Source: an optimization exercise on an open RTL-to-GDS flow (aim: small area, a short achievable clock period and few clock cycles per item). Production flows keep margins and buffers that such runs may drop. Function was checked by simulation only, so behaviour that the tests miss may differ from the original. Power figures rest on the tool's default switching activity, not on a simulated workload.

==> inputs of 06-19 <==
==> flow/design.v (excerpt) <==
module jk_time_unit (
    input  wire         clk,
    input  wire         rst,
    input  wire         in_valid,
    output wire         in_ready,
    input  wire [5:0]   in_opcode,
    input  wire [3:0]   in_d,
    input  wire [3:0]   in_a,
    input  wire [3:0]   in_b,
    input  wire [13:0]  in_imm,
    input  wire         in_ext,
    input  wire [31:0]  in_extw,
    input  wire [31:0]  in_va,
    input  wire [31:0]  in_vb,
    input  wire [127:0] in_tdata,
    output reg          out_valid,
    output reg          out_illegal,
    output reg          out_vd_we,
    output reg  [31:0]  out_vd,
    output reg          out_zn_we,
    output reg          out_z,
    output reg          out_n,
    output reg          out_c_we,
    output reg          out_c,
    output reg          out_v_we,
    output reg          out_v
);
clock: 21.0 ns
lec_check: 0
abc_area: 1
cap_margin: 20
core_margin: 2
core_utilization: 40
slew_margin: 20
run.sh (not shown) runs the stock make flow with config.mk's settings and CLKGATE_MAP_FILE= SYNTH_SCRIPT=/design/flow/synth_recipe.tcl, a recipe that flattens the netlist after the stock synthesis.
==> 01-01: changes against 06-19 <==
--- a/flow/design.v
+++ b/flow/design.v
@@ -66,64 +66,56 @@
                     default:                  illegal = 1'b1;
                 endcase
             end
             default:  illegal = 1'b1;
         endcase
     end
-    wire is_tfn   = in_opcode[1];
-    wire is_load  = !in_opcode[1] && !in_opcode[0];
-    wire is_taddn = in_opcode[0];
-    wire is_ldt   = in_opcode[3];
+    wire is_tfn   = (in_opcode == OP_TFN);
+    wire is_load  = (in_opcode == OP_TNOW) || (in_opcode == OP_LDT);
+    wire is_taddn = (in_opcode == OP_TADDN);
     wire is_tset  = is_tfn && (fn == F_TSET);
     wire is_tseth = is_tfn && (fn == F_TSETH);
     wire is_addop = is_taddn || (is_tfn && (fn == F_TMOV || fn == F_TADD || fn == F_TADDF || fn == F_TEXTW));
     wire tset_bad = (in_vb >= NS_PER_S);
     wire ldt_bad  = (in_tdata[79:48] >= NS_PER_S);
-    wire [127:0] e_data = is_load  ? in_tdata :
-                          is_tseth ? {in_va[15:0], 112'd0} : {16'd0, in_va, in_vb, 48'd0};
+    wire acc = in_valid && !rst;
+    wire ok  = acc && !illegal;
+    wire         e_full = ok && (is_load || (is_tset && !tset_bad));
+    wire         e_high = ok && is_tseth;
+    wire [127:0] e_data = is_load ? in_tdata : {16'd0, in_va, in_vb, 48'd0};
     wire [31:0] imm_s = in_ext ? in_extw : {{18{in_imm[13]}}, in_imm};
     reg         p_valid, p_ill;
-    reg         p_add, p_textw, p_dif, p_difn, p_cmp, p_rd, p_mul, p_vflag, p_v, p_whi;
-    reg  [127:0] p_td;           
+    reg         p_add, p_textw, p_dif, p_difn, p_cmp, p_rd, p_mul, p_vflag, p_v;
     reg  [2:0]  p_rsel;
     reg  [1:0]  p_b, p_d;
     reg  [31:0] p_dns;           
     reg  [22:0] p_x;             
     reg  [127:0] p_ta;           
     reg  [31:0]  p_wa;           
-    reg  [31:0]  p_wy;           
-    wire         s2_tw_lo;       
-    wire         s2_tw_hi;       
+    wire         s2_tw;
     wire         s2_ww;
-    wire [127:0] t_new;
+    wire [127:0] t_added;
     wire [31:0]  w_new;
-    wire         byp_lo = s2_tw_lo && (p_d == in_a[1:0]);
-    wire         byp_hi = s2_tw_hi && (p_d == in_a[1:0]);
-    wire         byp_w  = s2_ww && (p_d == in_a[1:0]);
+    wire         byp_t = s2_tw && (p_d == in_a[1:0]);
+    wire         byp_w = s2_ww && (p_d == in_a[1:0]);
     always @(posedge clk) begin
         if (rst) p_valid <= 1'b0;
         else     p_valid <= in_valid;
         p_ill   <= illegal;
         p_add   <= is_addop;
         p_textw <= is_tfn && fn == F_TEXTW;
         p_dif   <= is_tfn && (fn == F_TDIFN || fn == F_TDIFF);
         p_difn  <= fn == F_TDIFN;
         p_cmp   <= is_tfn && fn == F_TCMP;
         p_rd    <= is_tfn && (fn == F_TSEC || fn == F_TSECH || fn == F_TNS || fn == F_TFRAC || fn == F_TWNC);
         p_rsel  <= fn[2:0];
         p_mul   <= is_load || (is_tset && !tset_bad);
-        p_vflag <= is_ldt || is_tset;
+        p_vflag <= (in_opcode == OP_LDT) || is_tset;
         p_v     <= is_load ? ldt_bad : tset_bad;
-        p_ta[127:112] <= byp_hi ? t_new[127:112] : t_q[in_a[1:0]][127:112];
-        p_ta[111:48]  <= byp_lo ? t_new[111:48] : t_q[in_a[1:0]][111:48];
-        p_ta[47:0]    <= (is_tfn && fn == F_TEXTW) ? 48'd0 :
-                         (byp_lo ? t_new[47:0] : t_q[in_a[1:0]][47:0]);
-        p_td    <= e_data;
-        p_whi   <= is_tseth;
+        p_ta    <= byp_t ? t_added : t_q[in_a[1:0]];
         p_wa    <= byp_w ? w_new : w_q[in_a[1:0]];
-        p_wy    <= (is_tfn && fn == F_TEXTW) ? ~(byp_w ? w_new : w_q[in_a[1:0]]) : 32'd0;
         p_b     <= in_b[1:0];
         p_d     <= in_d[1:0];
         if (is_taddn)
             p_dns <= imm_s;
         else if (is_load)
             p_dns <= in_tdata[79:48];
@@ -148,17 +140,17 @@
     wire [47:0] ta_sec  = ta[127:80];
     wire [31:0] ta_ns   = ta[79:48];
     wire [47:0] ta_frac = ta[47:0];
     wire [47:0] tb_sec  = tb[127:80];
     wire [31:0] tb_ns   = tb[79:48];
     wire [47:0] tb_frac = tb[47:0];
-    wire [15:0] base_fh  = ta_frac[47:32];
-    wire [31:0] base_fl  = ta_frac[31:0];
+    wire [15:0] base_fh  = p_textw ? 16'd0 : ta_frac[47:32];
+    wire [31:0] base_fl  = p_textw ? 32'd0 : ta_frac[31:0];
     wire [16:0] fh_sum   = {1'b0, base_fh} + {1'b0, p_x[15:0]};
     wire        cf       = fh_sum[16];
-    wire [31:0] op_y   = p_wy;
+    wire [31:0] op_y   = p_textw ? ~wa : 32'd0;
     wire        n_cin  = p_textw | cf;
     wire [31:0] n_s    = ta_ns ^ p_dns ^ op_y;
     wire [31:0] n_c    = (ta_ns & p_dns) | (ta_ns & op_y) | (p_dns & op_y);
     wire [33:0] s3;
     jk_ks_add #(34, 6) u_s3 (.a({2'b00, n_s}), .b({1'b0, n_c, 1'b0}), .cin(n_cin), .s(s3), .cout());
     wire [32:0] z33    = {1'b0, p_dns} + {1'b0, ~wa} + 33'd1;
@@ -192,26 +184,24 @@
     end
     wire [30:0] r0 = {2'b00, nl} + {1'b0, nA};
     wire [30:0] r1 = {2'b00, nl} + nB;
     wire        kc = !r1[30];
     wire [29:0] ns_norm = kc ? r1[29:0] : r0[29:0];
     wire [43:0]  sec_hi   = ta_sec[47:4];
-    wire [43:0]  sec_hp, sec_hm;
-    jk_bk_add #(44, 6) u_shp (.a(sec_hi), .b(44'd0), .cin(1'b1), .s(sec_hp), .cout());
-    jk_bk_add #(44, 6) u_shm (.a(sec_hi), .b({44{1'b1}}), .cin(1'b0), .s(sec_hm), .cout());
+    wire [43:0]  sec_hp   = sec_hi + 44'd1;
+    wire [43:0]  sec_hm   = sec_hi - 44'd1;
     wire [5:0]   sec_l0   = {2'b00, ta_sec[3:0]} + {{2{k0[3]}}, k0};
     wire [5:0]   sec_l1   = sec_l0 + 6'd1;
     wire [5:0]   sec_lo   = kc ? sec_l1 : sec_l0;
     wire [43:0]  sec_h0   = sec_l0[5] ? sec_hm : (sec_l0[4] ? sec_hp : sec_hi);
     wire [43:0]  sec_h1   = sec_l1[5] ? sec_hm : (sec_l1[4] ? sec_hp : sec_hi);
     wire [43:0]  sec_hs   = kc ? sec_h1 : sec_h0;
     wire [47:0]  sec_norm = {sec_hs, sec_lo[3:0]};
-    wire [127:0] t_added  = {sec_norm, 2'b00, ns_norm, fh_sum[15:0], base_fl};
-    wire [31:0]  w_sum;
-    jk_bk_add #(32, 5) u_wadd (.a(wa), .b(p_dns), .cin(cf), .s(w_sum), .cout());
-    wire [31:0]  w_added  = p_textw ? p_dns : w_sum;
+    assign       t_added  = {sec_norm, 2'b00, ns_norm, fh_sum[15:0], base_fl};
+    wire [32:0]  w_sum    = {wa, 1'b1} + {p_dns, cf};
+    wire [31:0]  w_added  = p_textw ? p_dns : w_sum[32:1];
     wire [22:0] mx  = p_x;
     wire [22:0] m0  = mx;
     wire [22:0] m1  = mx << 2;
     wire [22:0] m2  = mx << 12;
     wire [22:0] m3  = mx << 21;
     wire [22:0] m4  = ~(mx << 5);
@@ -227,19 +217,17 @@
     wire [22:0] l2s0 = (l1s0 ^ l1c0 ^ l1s1);  wire [22:0] l2c0 = (((l1s0 & l1c0) | (l1s0 & l1s1) | (l1c0 & l1s1)) << 1);
     wire [22:0] l2s1 = (l1c1 ^ l1s2 ^ l1c2);  wire [22:0] l2c1 = (((l1c1 & l1s2) | (l1c1 & l1c2) | (l1s2 & l1c2)) << 1);
     wire [22:0] l3s0 = (l2s0 ^ l2c0 ^ l2s1);  wire [22:0] l3c0 = (((l2s0 & l2c0) | (l2s0 & l2s1) | (l2c0 & l2s1)) << 1);
     wire [22:0] l3s1 = (l2c1 ^ m9 ^ m10);     wire [22:0] l3c1 = (((l2c1 & m9) | (l2c1 & m10) | (m9 & m10)) << 1);
     wire [22:0] l4s0 = (l3s0 ^ l3c0 ^ l3s1);  wire [22:0] l4c0 = (((l3s0 & l3c0) | (l3s0 & l3s1) | (l3c0 & l3s1)) << 1);
     wire [22:0] l5s0 = (l4s0 ^ l4c0 ^ l3c1);  wire [22:0] l5c0 = (((l4s0 & l4c0) | (l4s0 & l3c1) | (l4c0 & l3c1)) << 1);
-    wire [22:0] m_hi;
-    jk_bk_add #(23, 5) u_mul (.a(l5s0), .b(l5c0), .cin(1'b0), .s(m_hi), .cout());
+    wire [22:0] m_hi   = l5s0 + l5c0;
     wire [31:0] w_load = {m_hi, p_dns[8:0]};
-    wire [48:0] dsec;
-    jk_bk_add #(49, 6) u_dsec (.a({1'b0, ta_sec}), .b({1'b1, ~tb_sec}), .cin(1'b1), .s(dsec), .cout());
-    wire [48:0] dfr;
-    jk_bk_add #(49, 6) u_dfr (.a({1'b0, ta_frac}), .b({1'b1, ~tb_frac}), .cin(1'b1), .s(dfr), .cout());
+    wire [48:0] dsec  = {1'b0, ta_sec} - {1'b0, tb_sec};
+    wire [32:0] dnsf  = {1'b0, ta_ns} - {1'b0, tb_ns};
+    wire [48:0] dfr   = {1'b0, ta_frac} - {1'b0, tb_frac};
     wire        sec_small = (dsec[48:3] == {46{1'b0}}) || (dsec[48:3] == {46{1'b1}});
     wire [3:0]  ds4   = ta_sec[3:0] - tb_sec[3:0];
     reg  [34:0] csec;
     always @(*) begin
         case (ds4)
             4'd0:  csec = 35'd0;
@@ -261,52 +249,54 @@
         endcase
     end
     wire [34:0] x_a   = {3'b000, ta_ns};
     wire [34:0] x_b   = {3'b111, ~tb_ns};
     wire [34:0] x_s   = x_a ^ x_b ^ csec;
     wire [34:0] x_c   = (x_a & x_b) | (x_a & csec) | (x_b & csec);
-    wire [34:0] x_ns;
-    jk_bk_add #(35, 6) u_xns (.a(x_s), .b({x_c[33:0], 1'b0}), .cin(!dfr[48]), .s(x_ns), .cout());
+    wire [34:0] x_ns  = x_s + {x_c[33:0], !dfr[48]};
     wire        x_neg = sec_small ? x_ns[34] : dsec[48];
     wire        fit_n = sec_small && ((x_ns[34:31] == 4'b0000) || (x_ns[34:31] == 4'b1111));
     wire        fit_f = sec_small && ((x_ns[34:15] == {20{1'b0}}) || (x_ns[34:15] == {20{1'b1}}));
     wire        ovf   = p_difn ? !fit_n : !fit_f;
     wire [31:0] dif_raw = p_difn ? x_ns[31:0] : {x_ns[15:0], dfr[47:32]};
     wire [31:0] dif_val = ovf ? (x_neg ? 32'h8000_0000 : 32'h7FFF_FFFF) : dif_raw;
-    wire sec_eq = (dsec[47:0] == 48'd0);
-    wire t_eq = sec_eq && (x_ns == 35'd0) && (dfr[47:0] == 48'd0);
-    wire t_lt = dsec[48] || (sec_eq && x_ns[34]);
+    wire t_eq = (ta == tb);
+    wire t_lt = dsec[48] || (dsec[47:0] == 48'd0 && (dnsf[32] || (dnsf[31:0] == 32'd0 && dfr[48])));
     reg [31:0] rd_val;
     always @(*) begin
         case (p_rsel)
             3'd6:    rd_val = ta_sec[31:0];
             3'd7:    rd_val = {16'd0, ta_sec[47:32]};
             3'd0:    rd_val = ta_ns;
             3'd1:    rd_val = ta_frac[47:16];
             default: rd_val = wa;
         endcase
     end
     wire go = p_valid && !p_ill;
-    assign s2_tw_lo = go && (p_add || p_mul);
-    assign s2_tw_hi = go && (p_add || p_mul || p_whi);
-    assign t_new = p_add ? t_added : p_td;
+    assign s2_tw = go && p_add;
     assign s2_ww = go && (p_add || p_mul);
     assign w_new = p_add ? w_added : w_load;
     integer i;
     always @(posedge clk) begin
         if (rst) begin
             for (i = 0; i < 4; i = i + 1) begin
                 t_q[i] <= 128'd0;
                 w_q[i] <= 32'd0;
             end
         end else begin
             for (i = 0; i < 4; i = i + 1) begin
-                if (s2_tw_hi && p_d == i)
-                    t_q[i][127:112] <= t_new[127:112];
-                if (s2_tw_lo && p_d == i)
-                    t_q[i][111:0] <= t_new[111:0];
+                if (e_full && in_d[1:0] == i)
+                    t_q[i] <= e_data;
+                else begin
+                    if (e_high && in_d[1:0] == i)
+                        t_q[i][127:112] <= in_va[15:0];
+                    else if (s2_tw && p_d == i)
+                        t_q[i][127:112] <= t_added[127:112];
+                    if (s2_tw && p_d == i)
+                        t_q[i][111:0] <= t_added[111:0];
+                end
                 if (s2_ww && p_d == i)
                     w_q[i] <= w_new;
             end
         end
     end
     always @(posedge clk) begin
@@ -354,47 +344,6 @@
         end
     endgenerate
     wire [W-1:0] c = gg[L] | (pp[L] & {W{cin}});    
     assign s    = p ^ {c[W-2:0], cin};
     assign cout = c[W-1];
 endmodule
-module jk_bk_add #(parameter W = 32, parameter L = 5) (
-    input  wire [W-1:0] a,
-    input  wire [W-1:0] b,
-    input  wire         cin,
-    output wire [W-1:0] s,
-    output wire         cout
-);
-    wire [W-1:0] p = a ^ b;
-    wire [W-1:0] gg [0:2*L];
-    wire [W-1:0] pp [0:2*L];
-    assign gg[0] = a & b;
-    assign pp[0] = p;
-    genvar i, j;
-    generate
-        for (i = 0; i < L; i = i + 1) begin : up
-            for (j = 0; j < W; j = j + 1) begin : bt
-                if ((j % (2 << i)) == (2 << i) - 1) begin : cmb
-                    assign gg[i+1][j] = gg[i][j] | (pp[i][j] & gg[i][j - (1 << i)]);
-                    assign pp[i+1][j] = pp[i][j] & pp[i][j - (1 << i)];
-                end else begin : pas
-                    assign gg[i+1][j] = gg[i][j];
-                    assign pp[i+1][j] = pp[i][j];
-                end
-            end
-        end
-        for (i = 0; i < L - 1; i = i + 1) begin : dn
-            for (j = 0; j < W; j = j + 1) begin : bt
-                if (j >= (2 << (L - 2 - i)) && (j % (2 << (L - 2 - i))) == (1 << (L - 2 - i)) - 1) begin : cmb
-                    assign gg[L+i+1][j] = gg[L+i][j] | (pp[L+i][j] & gg[L+i][j - (1 << (L - 2 - i))]);
-                    assign pp[L+i+1][j] = pp[L+i][j] & pp[L+i][j - (1 << (L - 2 - i))];
-                end else begin : pas
-                    assign gg[L+i+1][j] = gg[L+i][j];
-                    assign pp[L+i+1][j] = pp[L+i][j];
-                end
-            end
-        end
-    endgenerate
-    wire [W-1:0] c = gg[2*L-1] | (pp[2*L-1] & {W{cin}});
-    assign s    = p ^ {c[W-2:0], cin};
-    assign cout = c[W-1];
-endmodule
==> flow/config.mk (replaced) <==
export PLATFORM = sky130hd
export DESIGN_NAME = jk_time_unit
export DESIGN_NICKNAME = jk_time_unit
export VERILOG_FILES = /design/flow/design.v
export SDC_FILE = /design/flow/constraint.sdc
export NUM_CORES = 4
export LEC_CHECK = 0
export CAP_MARGIN = 20
export CORE_MARGIN = 2
export CORE_UTILIZATION = 50
export PLACE_DENSITY = 0.62
export SLEW_MARGIN = 20
==> impl_metrics.csv <==
group,metric,value,unit
outcome,outcome,"no timing/DRC/antenna violations",
setup_path,cpMostUsedCell,"nand2_1",
logic_synthesis,synth_compound_area_share,24.77,%
power,pg_clk,2.39,mW
logic_synthesis,synth.area.mux_share,0.1972,%
sta,worst_slack,10.64,ns
finish,area_share_nonclk_buffers,4.764,%
finish,seqAreaFraction,26.87,%
logic_synthesis,synth_nets,10960,
setup_path,crit_arrival,11.09,ns
logic_synthesis,synth_cells,10110,
global_route,met2_usage,49.77,%
power,p_seq,2.14,mW
detailed_routing,wl_met2,131700,um
That was 06-19.
==> impl_metrics.csv <==
group,metric,value,unit
outcome,outcome,"no timing/DRC/antenna violations",
power,p_seq,1.78,mW
detailed_routing,wl_met2,138500,um
logic_synthesis,synth_nets,9681,
power,pg_clk,2.03,mW
logic_synthesis,synth.area.mux_share,11.61,%
logic_synthesis,synth_top_cell_area_share,25.43,%
logic_synthesis,synth_compound_area_share,23.59,%
sta,worst_slack,9.377,ns
setup_path,cpMostUsedCell,"a21oi_1",
logic_synthesis,synth_cells,8837,
setup_path,crit_arrival,12.29,ns
global_route,met2_usage,63.71,%
That was 01-01.
Testbench counts of 06-19, summed over its fixed seeds: cycles 20,016, items 20,000.
Testbench counts of 01-01, summed over its fixed seeds: cycles 20,016, items 20,000.

port drivers added, routing unchanged:
In the flow no input, the clock included, has a driving cell. The finished layouts below were timed again as built, in two steps. Step 1: set_driving_cell puts a clkbuf_16 on clk and a buf_2 on each other input, an assumption about the parent block. Step 2 moves the port delays by t, midway between the first and last clock arrival at a register: inputs arrive t later, outputs are due t later. That takes back most of the time a late clock gives input paths. Slacks: ideal / step 1 / step 2; pairs: ideal / step 1.
| run | t, ns | slack for setup (ns) | worst hold slack (ns) | worst setup path after step 2 | latest minus earliest clock arrival (ns) |
|---|---|---|---|---|---|
| 06-19 | 0.907 | 10.635 / 10.635 / 10.635 | 0.447 / 0.447 / 0.447 | register to register | 0.051 / 0.051 |
| 01-01 | 0.837 | 9.377 / 9.377 / 9.377 | 0.429 / 0.429 / 0.429 | register to register | 0.042 / 0.043 |
After both steps setup and hold are still met in every run listed.
